This design comes from an exercise in tuning for small area, a short achievable clock period and few clock cycles on the open sky130 flow, not from production work. In this exercise RTL edits were held to simulation tests only and were not proved equivalent to the original. Power is estimated from default activity; no workload was simulated.

**design/flow/design.v**
```verilog
module leg_mix (
    input  wire         clk,
    input  wire         rst,
    input  wire         in_valid,
    output wire         in_ready,
    input  wire [4:0]   in_k,          
    input  wire [7:0]   in_outgain,    
    input  wire         in_out16,      
    input  wire [127:0] in_gain,       
    input  wire [31:0]  in_fade,       
    input  wire [511:0] in_mix,        
    output reg          out_valid,
    output reg  [23:0]  out_sample
);
    localparam [3:0] S_IDLE = 4'd0,
                     S_GW   = 4'd1,
                     S_P    = 4'd2,
                     S_ACC  = 4'd3,
                     S_Y    = 4'd4,
                     S_CLIP = 4'd5,
                     S_U    = 4'd6,
                     S_D    = 4'd7,
                     S_DIVS = 4'd8,
                     S_DIVW = 4'd9,
                     S_Z1   = 4'd10,
                     S_Z2   = 4'd11,
                     S_OUT  = 4'd12;
    localparam [1:0] FADE_STEADY = 2'd0,
                     FADE_IN     = 2'd1,
                     FADE_OFF    = 2'd3;     
    localparam [31:0] F_ONE     = 32'h3f800000,
                      F_QUARTER = 32'h3e800000,
                      F_FOUR    = 32'h40800000,
                      F_075     = 32'h3f400000,
                      F_M075    = 32'hbf400000;
    reg [3:0]   state;
    reg [3:0]   slot;
    reg [4:0]   k_r;
    reg [7:0]   outgain_r;
    reg         out16_r;
    reg [127:0] gain_r;
    reg [31:0]  fade_r;
    reg [511:0] mix_r;
    reg [31:0]  acc;
    reg [31:0]  tmp;      
    reg [31:0]  y;        
    reg [31:0]  u;
    assign in_ready = (state == S_IDLE);
    wire [7:0]  cur_code = gain_r[slot*8 +: 8];
    wire [1:0]  cur_fade = fade_r[slot*2 +: 2];
    wire [31:0] cur_mix  = mix_r[slot*32 +: 32];
    wire        cur_on   = (cur_code != 8'd0) && (cur_fade != FADE_OFF);
    wire [31:0] gain_lin;
    wire [31:0] og_lin;
    wire [31:0] w_in;
    wire [31:0] w_out;
    lm_gain_rom u_gain_rom (.code(cur_code),  .lin(gain_lin));
    lm_gain_rom u_og_rom   (.code(outgain_r), .lin(og_lin));
    lm_weight_rom u_w_rom  (.k(k_r), .w_in(w_in), .w_out(w_out));
    wire [31:0] cur_w = (cur_fade == FADE_IN) ? w_in : w_out;
    reg  [31:0] mul_a, mul_b, add_a, add_b;
    wire [31:0] mul_y, add_y;
    lm_fmul u_mul (.a(mul_a), .b(mul_b), .y(mul_y));
    lm_fadd u_add (.a(add_a), .b(add_b), .y(add_y));
    wire        div_done;
    wire [31:0] div_y;
    lm_fdiv u_div (.clk(clk), .rst(rst), .start(state == S_DIVS),
                   .a(u), .b(tmp), .done(div_done), .y(div_y));
    wire [31:0] y_abs = {1'b0, y[30:0]};
    always @(*) begin
        mul_a = 32'd0;
        mul_b = 32'd0;
        add_a = 32'd0;
        add_b = 32'd0;
        case (state)
            S_GW:   begin mul_a = gain_lin; mul_b = cur_w;     end
            S_P:    begin mul_a = tmp;      mul_b = cur_mix;   end
            S_ACC:  begin add_a = acc;      add_b = tmp;       end
            S_Y:    begin mul_a = acc;      mul_b = og_lin;    end
            S_CLIP: begin add_a = y_abs;    add_b = F_M075;    end
            S_U:    begin mul_a = tmp;      mul_b = F_FOUR;    end
            S_D:    begin add_a = F_ONE;    add_b = u;         end
            S_Z1:   begin mul_a = F_QUARTER; mul_b = tmp;      end
            S_Z2:   begin add_a = F_075;    add_b = tmp;       end
            default: ;
        endcase
    end
    reg  [31:0] fin;
    reg  [24:0] ival;
    reg  [24:0] sval;
    reg  [8:0]  rsh;
    reg  [23:0] mant;
    reg  [23:0] rounded;
    reg  [49:0] ext;
    always @(*) begin
        fin  = (state == S_OUT) ? tmp : 32'd0;
        mant = {1'b1, fin[22:0]};
        rsh  = 9'd150 - (out16_r ? 9'd15 : 9'd23) - {1'b0, fin[30:23]};
        ext  = {mant, 26'd0} >> rsh[4:0];
        if (fin[30:23] == 8'd0 || rsh > 9'd25)
            ival = 25'd0;
        else
            ival = {1'b0, ext[49:26]}
                 + {24'd0, ext[25] & ((ext[24:0] != 25'd0) || ext[26])};
        if (out16_r) begin
            if (ival > 25'd32767 && !fin[31])
                ival = 25'd32767;
        end else begin
            if (ival > 25'd8388607 && !fin[31])
                ival = 25'd8388607;
        end
        sval    = fin[31] ? (25'd0 - ival) : ival;
        rounded = sval[23:0];
    end
    integer j;
    always @(posedge clk) begin
        if (rst) begin
            state      <= S_IDLE;
            slot       <= 4'd0;
            out_valid  <= 1'b0;
            out_sample <= 24'd0;
            k_r        <= 5'd0;
            outgain_r  <= 8'd0;
            out16_r    <= 1'b0;
            gain_r     <= 128'd0;
            fade_r     <= 32'd0;
            mix_r      <= 512'd0;
            acc        <= 32'd0;
            tmp        <= 32'd0;
            y          <= 32'd0;
            u          <= 32'd0;
        end else begin
            out_valid <= 1'b0;
            case (state)
                S_IDLE: begin
                    if (in_valid) begin
                        k_r       <= in_k;
                        outgain_r <= in_outgain;
                        out16_r   <= in_out16;
                        gain_r    <= in_gain;
                        fade_r    <= in_fade;
                        mix_r     <= in_mix;
                        acc       <= 32'd0;
                        slot      <= 4'd0;
                        state     <= S_GW;
                    end
                end
                S_GW: begin
                    if (!cur_on) begin
                        slot  <= slot + 4'd1;
                        state <= (slot == 4'd15) ? S_Y : S_GW;
                    end else begin
                        tmp   <= (cur_fade == FADE_STEADY) ? gain_lin : mul_y;
                        state <= S_P;
                    end
                end
                S_P: begin
                    tmp   <= mul_y;
                    state <= S_ACC;
                end
                S_ACC: begin
                    acc   <= add_y;
                    slot  <= slot + 4'd1;
                    state <= (slot == 4'd15) ? S_Y : S_GW;
                end
                S_Y: begin
                    y     <= mul_y;
                    state <= S_CLIP;
                end
                S_CLIP: begin
                    if (y_abs <= F_075) begin
                        tmp   <= y;
                        state <= S_OUT;
                    end else begin
                        tmp   <= add_y;             
                        state <= S_U;
                    end
                end
                S_U: begin
                    u     <= mul_y;                 
                    state <= S_D;
                end
                S_D: begin
                    tmp   <= add_y;                 
                    state <= S_DIVS;
                end
                S_DIVS: begin
                    state <= S_DIVW;
                end
                S_DIVW: begin
                    if (div_done) begin
                        tmp   <= div_y;             
                        state <= S_Z1;
                    end
                end
                S_Z1: begin
                    tmp   <= mul_y;                 
                    state <= S_Z2;
                end
                S_Z2: begin
                    tmp   <= {y[31], add_y[30:0]};  
                    state <= S_OUT;
                end
                S_OUT: begin
                    out_valid  <= 1'b1;
                    out_sample <= rounded;
                    state      <= S_IDLE;
                end
                default: state <= S_IDLE;
            endcase
        end
    end
endmodule
module lm_fmul (
    input  wire [31:0] a,
    input  wire [31:0] b,
    output reg  [31:0] y
);
    wire        sa = a[31];
    wire        sb = b[31];
    wire [7:0]  ea = a[30:23];
    wire [7:0]  eb = b[30:23];
    wire        s  = sa ^ sb;
    reg  [47:0] prod;
    reg  [22:0] frac;
    reg         guard;
    reg         sticky;
    reg  [9:0]  e;
    reg  [23:0] rnd;
    always @(*) begin
        prod   = {1'b1, a[22:0]} * {1'b1, b[22:0]};
        e      = {2'b00, ea} + {2'b00, eb} - 10'd127;
        if (prod[47]) begin
            frac   = prod[46:24];
            guard  = prod[23];
            sticky = |prod[22:0];
            e      = e + 10'd1;
        end else begin
            frac   = prod[45:23];
            guard  = prod[22];
            sticky = |prod[21:0];
        end
        rnd = {1'b0, frac} + {23'd0, guard & (sticky | frac[0])};
        if (rnd[23])
            e = e + 10'd1;               
        if (ea == 8'd0 || eb == 8'd0)
            y = {s, 31'd0};
        else if (e[9] || e == 10'd0)
            y = {s, 31'd0};              
        else if (e >= 10'd255)
            y = {s, 8'hff, 23'd0};       
        else
            y = {s, e[7:0], rnd[22:0]};
    end
endmodule
module lm_fadd (
    input  wire [31:0] a,
    input  wire [31:0] b,
    output reg  [31:0] y
);
    wire a_zero = (a[30:23] == 8'd0);
    wire b_zero = (b[30:23] == 8'd0);
    reg  [31:0] opb;
    reg  [31:0] ops;
    reg  [7:0]  d;
    reg  [26:0] mb;
    reg  [26:0] ms;
    reg  [26:0] ms_sh;
    reg         st;
    reg  [27:0] sum;
    reg  [9:0]  e;
    reg  [4:0]  lz;
    reg         found;
    reg  [26:0] norm;
    reg  [24:0] rnd;
    reg         rup;
    integer     i;
    always @(*) begin
        if (a[30:0] >= b[30:0]) begin
            opb   = a;
            ops = b;
        end else begin
            opb   = b;
            ops = a;
        end
        d  = opb[30:23] - ops[30:23];
        mb = {1'b1, opb[22:0], 3'b000};
        ms = {1'b1, ops[22:0], 3'b000};
        if (d >= 8'd27) begin
            ms_sh = 27'd0;
            st    = 1'b1;
        end else begin
            ms_sh = ms >> d;
            st    = |(ms & ((27'd1 << d) - 27'd1));
        end
        ms_sh[0] = ms_sh[0] | st;
        if (opb[31] == ops[31])
            sum = {1'b0, mb} + {1'b0, ms_sh};
        else
            sum = {1'b0, mb} - {1'b0, ms_sh};
        e     = {2'b00, opb[30:23]};
        norm  = 27'd0;
        found = 1'b0;
        lz   = 5'd0;
        if (sum[27]) begin
            norm = {sum[27:2], sum[1] | sum[0]};
            e    = e + 10'd1;
        end else begin
            for (i = 26; i >= 0; i = i - 1) begin
                if (!found && sum[i]) begin
                    found = 1'b1;
                    lz    = 5'd26 - i[4:0];
                end
            end
            norm = sum[26:0] << lz;
            e    = e - {5'd0, lz};
        end
        rup = norm[2] & (norm[1] | norm[0] | norm[3]);
        rnd = {1'b0, norm[26:3]} + {24'd0, rup};
        if (rnd[24]) begin
            rnd = rnd >> 1;
            e   = e + 10'd1;
        end
        if (a_zero && b_zero)
            y = {a[31] & b[31], 31'd0};
        else if (a_zero)
            y = b;
        else if (b_zero)
            y = a;
        else if (sum == 28'd0)
            y = 32'd0;                   
        else if (e[9] || e == 10'd0)
            y = {opb[31], 31'd0};        
        else if (e >= 10'd255)
            y = {opb[31], 8'hff, 23'd0};
        else
            y = {opb[31], e[7:0], rnd[22:0]};
    end
endmodule
module lm_fdiv (
    input  wire        clk,
    input  wire        rst,
    input  wire        start,
    input  wire [31:0] a,
    input  wire [31:0] b,
    output reg         done,
    output reg  [31:0] y
);
    reg        busy;
    reg [4:0]  cnt;
    reg [25:0] rem;
    reg [23:0] div;
    reg [24:0] q;
    reg [9:0]  e;
    reg        s;
    wire [23:0] ma = {1'b1, a[22:0]};
    wire [23:0] mb = {1'b1, b[22:0]};
    wire        lt = ma < mb;
    wire [25:0] diff = rem - {2'b00, div};
    wire        qb   = ~diff[25];
    wire        g    = q[0];
    wire        stk  = (rem != 26'd0);
    wire [24:0] rnd  = {1'b0, q[24:1]} + {24'd0, g & (stk | q[1])};
    wire [9:0]  ef   = rnd[24] ? e + 10'd1 : e;
    always @(posedge clk) begin
        if (rst) begin
            busy <= 1'b0;
            done <= 1'b0;
            cnt  <= 5'd0;
            rem  <= 26'd0;
            div  <= 24'd0;
            q    <= 25'd0;
            e    <= 10'd0;
            s    <= 1'b0;
            y    <= 32'd0;
        end else begin
            done <= 1'b0;
            if (start) begin
                busy <= 1'b1;
                cnt  <= 5'd0;
                div  <= mb;
                rem  <= lt ? {1'b0, ma, 1'b0} : {2'b00, ma};
                e    <= {2'b00, a[30:23]} - {2'b00, b[30:23]} + 10'd127 - (lt ? 10'd1 : 10'd0);
                s    <= a[31] ^ b[31];
                q    <= 25'd0;
            end else if (busy) begin
                if (cnt == 5'd25) begin
                    busy <= 1'b0;
                    done <= 1'b1;
                    if (ef[9] || ef == 10'd0)
                        y <= {s, 31'd0};
                    else if (ef >= 10'd255)
                        y <= {s, 8'hff, 23'd0};
                    else
                        y <= {s, ef[7:0], rnd[22:0]};
                end else begin
                    q   <= {q[23:0], qb};
                    rem <= (qb ? diff : rem) << 1;
                    cnt <= cnt + 5'd1;
                end
            end
        end
    end
endmodule
module lm_gain_rom (
    input  wire [7:0]  code,
    output reg  [31:0] lin
);
    always @(*) begin
        case (code)
            8'h00: lin = 32'h00000000;
            8'h01: lin = 32'h3a2f33cd;
            8'h02: lin = 32'h3a399570;
            8'h03: lin = 32'h3a44948c;
            8'h04: lin = 32'h3a503a77;
            8'h05: lin = 32'h3a5c9112;
            8'h06: lin = 32'h3a69a2d7;
            8'h07: lin = 32'h3a777ada;
            8'h08: lin = 32'h3a83126f;
            8'h09: lin = 32'h3a8ad6a8;
            8'h0a: lin = 32'h3a9310b1;
            8'h0b: lin = 32'h3a9bc784;
            8'h0c: lin = 32'h3aa50287;
            8'h0d: lin = 32'h3aaec98e;
            8'h0e: lin = 32'h3ab924e5;
            8'h0f: lin = 32'h3ac41d56;
            8'h10: lin = 32'h3acfbc31;
            8'h11: lin = 32'h3adc0b51;
            8'h12: lin = 32'h3ae91528;
            8'h13: lin = 32'h3af6e4c6;
            8'h14: lin = 32'h3b02c2f2;
            8'h15: lin = 32'h3b0a8276;
            8'h16: lin = 32'h3b12b782;
            8'h17: lin = 32'h3b1b690d;
            8'h18: lin = 32'h3b249e76;
            8'h19: lin = 32'h3b2e5f8f;
            8'h1a: lin = 32'h3b38b49f;
            8'h1b: lin = 32'h3b43a669;
            8'h1c: lin = 32'h3b4f3e37;
            8'h1d: lin = 32'h3b5b85e0;
            8'h1e: lin = 32'h3b6887cf;
            8'h1f: lin = 32'h3b764f0e;
            8'h20: lin = 32'h3b8273a6;
            8'h21: lin = 32'h3b8a2e77;
            8'h22: lin = 32'h3b925e89;
            8'h23: lin = 32'h3b9b0ace;
            8'h24: lin = 32'h3ba43aa2;
            8'h25: lin = 32'h3badf5d1;
            8'h26: lin = 32'h3bb8449c;
            8'h27: lin = 32'h3bc32fc3;
            8'h28: lin = 32'h3bcec08a;
            8'h29: lin = 32'h3bdb00c0;
            8'h2a: lin = 32'h3be7facc;
            8'h2b: lin = 32'h3bf5b9b0;
            8'h2c: lin = 32'h3c02248a;
            8'h2d: lin = 32'h3c09daac;
            8'h2e: lin = 32'h3c1205c6;
            8'h2f: lin = 32'h3c1aacc8;
            8'h30: lin = 32'h3c23d70a;
            8'h31: lin = 32'h3c2d8c52;
            8'h32: lin = 32'h3c37d4dd;
            8'h33: lin = 32'h3c42b965;
            8'h34: lin = 32'h3c4e4329;
            8'h35: lin = 32'h3c5a7bf1;
            8'h36: lin = 32'h3c676e1e;
            8'h37: lin = 32'h3c7524ac;
            8'h38: lin = 32'h3c81d59f;
            8'h39: lin = 32'h3c898712;
            8'h3a: lin = 32'h3c91ad39;
            8'h3b: lin = 32'h3c9a4efc;
            8'h3c: lin = 32'h3ca373af;
            8'h3d: lin = 32'h3cad2314;
            8'h3e: lin = 32'h3cb76563;
            8'h3f: lin = 32'h3cc24350;
            8'h40: lin = 32'h3ccdc614;
            8'h41: lin = 32'h3cd9f773;
            8'h42: lin = 32'h3ce6e1c6;
            8'h43: lin = 32'h3cf49003;
            8'h44: lin = 32'h3d0186e2;
            8'h45: lin = 32'h3d0933ac;
            8'h46: lin = 32'h3d1154e1;
            8'h47: lin = 32'h3d19f169;
            8'h48: lin = 32'h3d231090;
            8'h49: lin = 32'h3d2cba15;
            8'h4a: lin = 32'h3d36f62b;
            8'h4b: lin = 32'h3d41cd81;
            8'h4c: lin = 32'h3d4d494a;
            8'h4d: lin = 32'h3d597345;
            8'h4e: lin = 32'h3d6655c3;
            8'h4f: lin = 32'h3d73fbb4;
            8'h50: lin = 32'h3d813856;
            8'h51: lin = 32'h3d88e078;
            8'h52: lin = 32'h3d90fcbf;
            8'h53: lin = 32'h3d99940e;
            8'h54: lin = 32'h3da2adad;
            8'h55: lin = 32'h3dac5156;
            8'h56: lin = 32'h3db68738;
            8'h57: lin = 32'h3dc157fb;
            8'h58: lin = 32'h3dcccccd;
            8'h59: lin = 32'h3dd8ef67;
            8'h5a: lin = 32'h3de5ca15;
            8'h5b: lin = 32'h3df367bf;
            8'h5c: lin = 32'h3e00e9f9;
            8'h5d: lin = 32'h3e088d77;
            8'h5e: lin = 32'h3e10a4d3;
            8'h5f: lin = 32'h3e1936ec;
            8'h60: lin = 32'h3e224b06;
            8'h61: lin = 32'h3e2be8d7;
            8'h62: lin = 32'h3e361887;
            8'h63: lin = 32'h3e40e2bb;
            8'h64: lin = 32'h3e4c509b;
            8'h65: lin = 32'h3e586bd9;
            8'h66: lin = 32'h3e653ebb;
            8'h67: lin = 32'h3e72d424;
            8'h68: lin = 32'h3e809bcc;
            8'h69: lin = 32'h3e883aa8;
            8'h6a: lin = 32'h3e904d1c;
            8'h6b: lin = 32'h3e98da02;
            8'h6c: lin = 32'h3ea1e89b;
            8'h6d: lin = 32'h3eab8097;
            8'h6e: lin = 32'h3eb5aa1a;
            8'h6f: lin = 32'h3ec06dc3;
            8'h70: lin = 32'h3ecbd4b4;
            8'h71: lin = 32'h3ed7e89b;
            8'h72: lin = 32'h3ee4b3b6;
            8'h73: lin = 32'h3ef240e2;
            8'h74: lin = 32'h3f004dce;
            8'h75: lin = 32'h3f07e80b;
            8'h76: lin = 32'h3f0ff59a;
            8'h77: lin = 32'h3f187d50;
            8'h78: lin = 32'h3f21866c;
            8'h79: lin = 32'h3f2b1896;
            8'h7a: lin = 32'h3f353bef;
            8'h7b: lin = 32'h3f3ff911;
            8'h7c: lin = 32'h3f4b5918;
            8'h7d: lin = 32'h3f5765ac;
            8'h7e: lin = 32'h3f642905;
            8'h7f: lin = 32'h3f71adf9;
            8'h80: lin = 32'h3f800000;
            8'h81: lin = 32'h3f8795a0;
            8'h82: lin = 32'h3f8f9e4d;
            8'h83: lin = 32'h3f9820d7;
            8'h84: lin = 32'h3fa12478;
            8'h85: lin = 32'h3faab0d5;
            8'h86: lin = 32'h3fb4ce08;
            8'h87: lin = 32'h3fbf84a6;
            8'h88: lin = 32'h3fcaddc8;
            8'h89: lin = 32'h3fd6e30d;
            8'h8a: lin = 32'h3fe39ea9;
            8'h8b: lin = 32'h3ff11b6a;
            8'h8c: lin = 32'h3fff64c1;
            8'h8d: lin = 32'h40074368;
            8'h8e: lin = 32'h400f4735;
            8'h8f: lin = 32'h4017c496;
            8'h90: lin = 32'h4020c2bf;
            8'h91: lin = 32'h402a4952;
            8'h92: lin = 32'h40346063;
            8'h93: lin = 32'h403f1082;
            8'h94: lin = 32'h404a62c2;
            8'h95: lin = 32'h405660bd;
            8'h96: lin = 32'h406314a0;
            8'h97: lin = 32'h40708933;
            8'h98: lin = 32'h407ec9e1;
            default: lin = 32'h00000000;
        endcase
    end
endmodule
module lm_weight_rom (
    input  wire [4:0]  k,
    output reg  [31:0] w_in,
    output reg  [31:0] w_out
);
    always @(*) begin
        case (k)
            5'd0: begin w_in = 32'h3d2aaaab; w_out = 32'h3f755555; end
            5'd1: begin w_in = 32'h3daaaaab; w_out = 32'h3f6aaaab; end
            5'd2: begin w_in = 32'h3e000000; w_out = 32'h3f600000; end
            5'd3: begin w_in = 32'h3e2aaaab; w_out = 32'h3f555555; end
            5'd4: begin w_in = 32'h3e555555; w_out = 32'h3f4aaaab; end
            5'd5: begin w_in = 32'h3e800000; w_out = 32'h3f400000; end
            5'd6: begin w_in = 32'h3e955555; w_out = 32'h3f355555; end
            5'd7: begin w_in = 32'h3eaaaaab; w_out = 32'h3f2aaaab; end
            5'd8: begin w_in = 32'h3ec00000; w_out = 32'h3f200000; end
            5'd9: begin w_in = 32'h3ed55555; w_out = 32'h3f155555; end
            5'd10: begin w_in = 32'h3eeaaaab; w_out = 32'h3f0aaaab; end
            5'd11: begin w_in = 32'h3f000000; w_out = 32'h3f000000; end
            5'd12: begin w_in = 32'h3f0aaaab; w_out = 32'h3eeaaaab; end
            5'd13: begin w_in = 32'h3f155555; w_out = 32'h3ed55555; end
            5'd14: begin w_in = 32'h3f200000; w_out = 32'h3ec00000; end
            5'd15: begin w_in = 32'h3f2aaaab; w_out = 32'h3eaaaaab; end
            5'd16: begin w_in = 32'h3f355555; w_out = 32'h3e955555; end
            5'd17: begin w_in = 32'h3f400000; w_out = 32'h3e800000; end
            5'd18: begin w_in = 32'h3f4aaaab; w_out = 32'h3e555555; end
            5'd19: begin w_in = 32'h3f555555; w_out = 32'h3e2aaaab; end
            5'd20: begin w_in = 32'h3f600000; w_out = 32'h3e000000; end
            5'd21: begin w_in = 32'h3f6aaaab; w_out = 32'h3daaaaab; end
            5'd22: begin w_in = 32'h3f755555; w_out = 32'h3d2aaaab; end
            5'd23: begin w_in = 32'h3f800000; w_out = 32'h00000000; end
            default: begin w_in = 32'h00000000; w_out = 32'h00000000; end
        endcase
    end
endmodule
```
**design/flow/run.sh**
```bash
#!/bin/bash
# synth_recipe.tcl (not shown) runs the flow's synth.tcl, then flattens the netlist and writes it again
# the make line also repeats each setting of config.mk as NAME=value (left out here)
make -C /OpenROAD-flow-scripts/flow DESIGN_CONFIG=/design/flow/config.mk WORK_HOME=/design/flow/orfs CLKGATE_MAP_FILE= SYNTH_SCRIPT=/design/flow/synth_recipe.tcl finish
```
**design/flow/config.mk**
```make
export PLATFORM = sky130hd
export DESIGN_NAME = leg_mix
export DESIGN_NICKNAME = leg_mix
export VERILOG_FILES = /design/flow/design.v
export SDC_FILE = /design/flow/constraint.sdc
export NUM_CORES = 4
export LEC_CHECK = 0
export CAP_MARGIN = 20
export CORE_MARGIN = 2
export CORE_UTILIZATION = 40
export SLEW_MARGIN = 20
export SYNTH_MEMORY_MAX_BITS = 16384
```
**design/flow/constraint.sdc**
```tcl
create_clock -name core_clock -period 15.0 [get_ports {clk}]
set_input_delay 3.0000 -clock core_clock [delete_from_list [all_inputs] [get_ports {clk}]]
set_output_delay 3.0000 -clock core_clock [all_outputs]
set_load 0.01 [all_outputs]
```
==> notes.md <==
## cells by family (layout without fill, tap and decap cells)
| logic type | after synthesis | after routing |
|---|---|---|
| other | 0 | 62 |
| flip-flops | 1018 | 1018 |
| buffers and inverters | 1748 | 2528 |
| multiplexers | 395 | 395 |
| AO/OA/AOI/OAI | 3231 | 3233 |
| adder cells (fa/ha/maj) | 895 | 895 |
| XOR/XNOR | 249 | 249 |
| AND/OR/NAND/NOR | 4566 | 4566 |
## layout make-up
cell class	instances	area share, %
flip-flops and latches	1018	18.7
clock inverters	58	0.855
repair buffers	1501	12.4
multi-input cells	9338	58.7
well taps	2992	3.44
inverters	823	2.84
diodes	62	0.143
clock buffers	146	2.86
## worst max-delay path: cells and delay by family, from the launching register on
kind / cells / cell delay [ps]
flops: 1 / 480
simple gates: 11 / 2260
fa+ha+maj: 10 / 4650
compound gates: 14 / 3070
buf+inv: 12 / 2050
mux: 4 / 1670
## power breakdown
part	switching, uW	internal (uW)
clock	1280	1780
sequential	256	2950
combinational	6020	3410
## per-stage QoR
stage | utilization, % | area [um2]
after floorplan | - | 90600
after global placement | 46.4 | 104000
after detailed placement | 46.4 | 104000
after CTS | 48.2 | 108000
after global routing | 48.4 | 109000
final | 48.4 | 109000
## state kept, by name, indices dropped and copies added (netlist names), 8 cells and up
name / cells
fade_r: 32
out_sample: 24
w_in: 8
gain_r: 128
og_lin: 29
outgain_r: 8
acc: 32
mix_r: 512
u_div.y: 32
w_out: 9
u_div.e: 10
y: 32
tmp: 32
u: 32
u_div.q: 25
u_div.div: 24
u_div.rem: 26
## routing by layer
metal	track usage, %	vias up	part of all wire, %
met5	0	-	0.056
met4	23.5	38	7.1
met3	8.51	1086	9.4
met2	61.3	5344	44
met1	50.0	47929	39
li1	-	43354	-
## worst min-delay path by stage
stage | from | to | slack [ps] | cells past startpoint
after floorplan | acc[24]$_SDFFE_PP0P_ | acc[24]$_SDFFE_PP0P_ | 430 | 2
after global placement | u_div.q[24]$_SDFFE_PP0P_ | u_div.q[24]$_SDFFE_PP0P_ | 440 | 2
final | mix_r[464]$_SDFFE_PP0P_ | mix_r[464]$_SDFFE_PP0P_ | 450 | 2
after CTS | mix_r[469]$_SDFFE_PP0P_ | mix_r[469]$_SDFFE_PP0P_ | 450 | 2
after detailed placement | mix_r[469]$_SDFFE_PP0P_ | mix_r[469]$_SDFFE_PP0P_ | 440 | 2
after global routing | mix_r[64]$_SDFFE_PP0P_ | mix_r[64]$_SDFFE_PP0P_ | 470 | 2
## repair_timing
item / in CTS / in global routing
gates resized for setup: 0 / 50
endpoints found under the setup margin: 0 / 109
buffers inserted: 0 / 14
## synth_stat cells (all sizes together) (39+ instances only)
master / count / area share, %
nor3: 244 / 1.4
o21a: 47 / 0.39
xor2: 102 / 1.0
nor2: 817 / 3.4
nand2: 2736 / 11
dfxtp: 1018 / 23
or3: 63 / 0.44
o21ai: 582 / 3.2
a311oi: 45 / 0.46
nor2b: 43 / 0.30
nand2b: 60 / 0.42
clkbuf: 777 / 3.2
a221oi: 87 / 0.90
inv: 816 / 3.4
a211oi: 137 / 1.2
a21oi: 1389 / 7.7
o311ai: 47 / 0.46
nand4: 68 / 0.50
a22oi: 134 / 1.1
xnor2: 147 / 1.4
ha: 401 / 5.5
mux4: 229 / 5.7
buf: 147 / 0.71
nand3: 221 / 1.2
nor4: 58 / 0.45
a21o: 79 / 0.66
o221ai: 39 / 0.38
a21boi: 43 / 0.36
fa: 493 / 11
o211ai: 113 / 0.94
mux2i: 144 / 1.6
o22ai: 70 / 0.48
and3: 67 / 0.46
and2: 75 / 0.52
a31oi: 82 / 0.57
o31ai: 42 / 0.36
==> reports/results.ini <==
[global_routing]
grt_pass1_vias = 94465
grt_pass1_wl_um = 672000
gr-usage-all-layers_pct = 39.4
grt_max_degree = 231
grt_overflow_total = 0
antenna_found_initial = 62

[route]
detailroute.via_count = 97751
ant_nets = 0
totalWireLength_um = 470000
detail_route.drc_violations = 0
drt_iter0_drc = 12065
drt-vias-per-instance = 6.13
first_pass_iters = 9
wire_per_inst_um = 29.5

[die]
rows = 174
dieArea_um2 = 230000
die_w_um = 480
initial_core_util_pct = 40.3
coreArea_um2 = 225000
ios = 715
die_h_um = 480

[clock_tree]
cts_sinks = 1018
clk_latency_ps = 830
cts_buffer_depth = 3
hold_buffers = 0
htree_levels = 3
cts_root_buf = clkbuf_16
cts.clk_slew.worst_paths_ps = 60
cts_tree = yes
cts_inserted_buffers = 113

[logic_synthesis]
yosysSeqAreaShare_pct = 22.5
synthSimpleGateAreaFrac_pct = 21.5
syn_area_um2 = 90500
synth_seq_cells = 1018
synth_warnings = 6
synth_compound_area_share_pct = 22.2
synth_edf_count = 0
synth.avg_cell_area_um2 = 7.48
synth_top_family_by_area = compound AO/OA/AOI/OAI gates
synthCells = 12102
syn_nets = 13685
async_flop_share_pct = 0
synthFlopType = dfxtp_1
synthMuxAreaShare_pct = 7.58
synth_xor_area_share_pct = 2.43
synth-adder-area-share_pct = 16.5
synthDistinctLibCells = 128

[critical_path]
critPathKind = register to register
cp.arrival_ps = 15020
critPathLaunchType = register
critPathMaxStageDelay_ps = 600
path_max_fanout = 21
timing.rr.start = slot[0]$_SDFFE_PP0P_
cp.required_ps = 15690
endpoint_kind = register
r2r_cells = 51
r2r_end = tmp[5]$_SDFFE_PP0P_
r2r_slack_ps = 670
cpMaxStageDelayCell = fa_1
endpoint = tmp[5]$_SDFFE_PP0P_
setup.worst_path.start = slot[0]$_SDFFE_PP0P_

[finish]
final_common_cell = nand2_1
final_cell_mix = 2,729 x nand2_1, 1,378 x a21oi_1, 1,013 x dfxtp_1, 807 x nor2_1, 802 x inv_1
regArea_um2 = 20400
multi_input_area_um2 = 63900
drive_above_1_share_pct = 11.1
nFillCells = 22404
area_growth_pct = 20.2
fin_nets = 14378
stdcell_count = 15938

[timing]
fin_crit_sh_pct = 95.5
slew_violations = 0
finalSetupViolations = 0
worstMarginPinSlew_ps = 1320
final_hold_viol_count = 0
relSlewSlack_pct = 11.8
fmax_mhz = 69.8
layout_setup_ws_ps = 671
tns_ps = 0
fin_skew_ps = 78.0
hold_slack_ps = 450
period_needed_ps = 14330

[run]
drv_cap = 0

[pwr]
leakagePower_uw = 0.0438
powerDensity_nw_per_um2 = 144
ir_worst_vdd_mv = 0.157
power_uw = 15700

[place]
dp_slack_ps = 109
hpwl_um = 370000
place_inst = 15654
place.gp.congestion = 1.04
placement.io_buffers = 714

[run_status]
run_status = complete, no violations

[worst_hold_path]
worst_hold_path_type = register to register

Testbench counts, summed over its fixed seeds: cycles 147,820.

## port drivers added, routing unchanged
The results above use ideal ports. As a check the final layout listed here was re-extracted and re-timed, cells and wires unchanged. Step 1 assumes that a clkbuf_16 drives the clock port and a buf_2 every other input. Step 2 adds t to the input delays and takes it off the output delays; t is the mean of the earliest and latest rising clock arrival at the registers after step 1. Input paths then give back, and output paths get back, about the clock's delay inside the block. a / b / c = ideal ports / drivers / drivers and shift; a / b = the first two.
t (ns): 0.889
setup slack, ns: 0.671 / 0.671 / 0.671
pins driven straight from the clock port: 1
After both steps setup and hold are still met in this run. For this run, drivers alone change the setup slack by 0.000 ns; drivers and shift together by 0.000 ns.
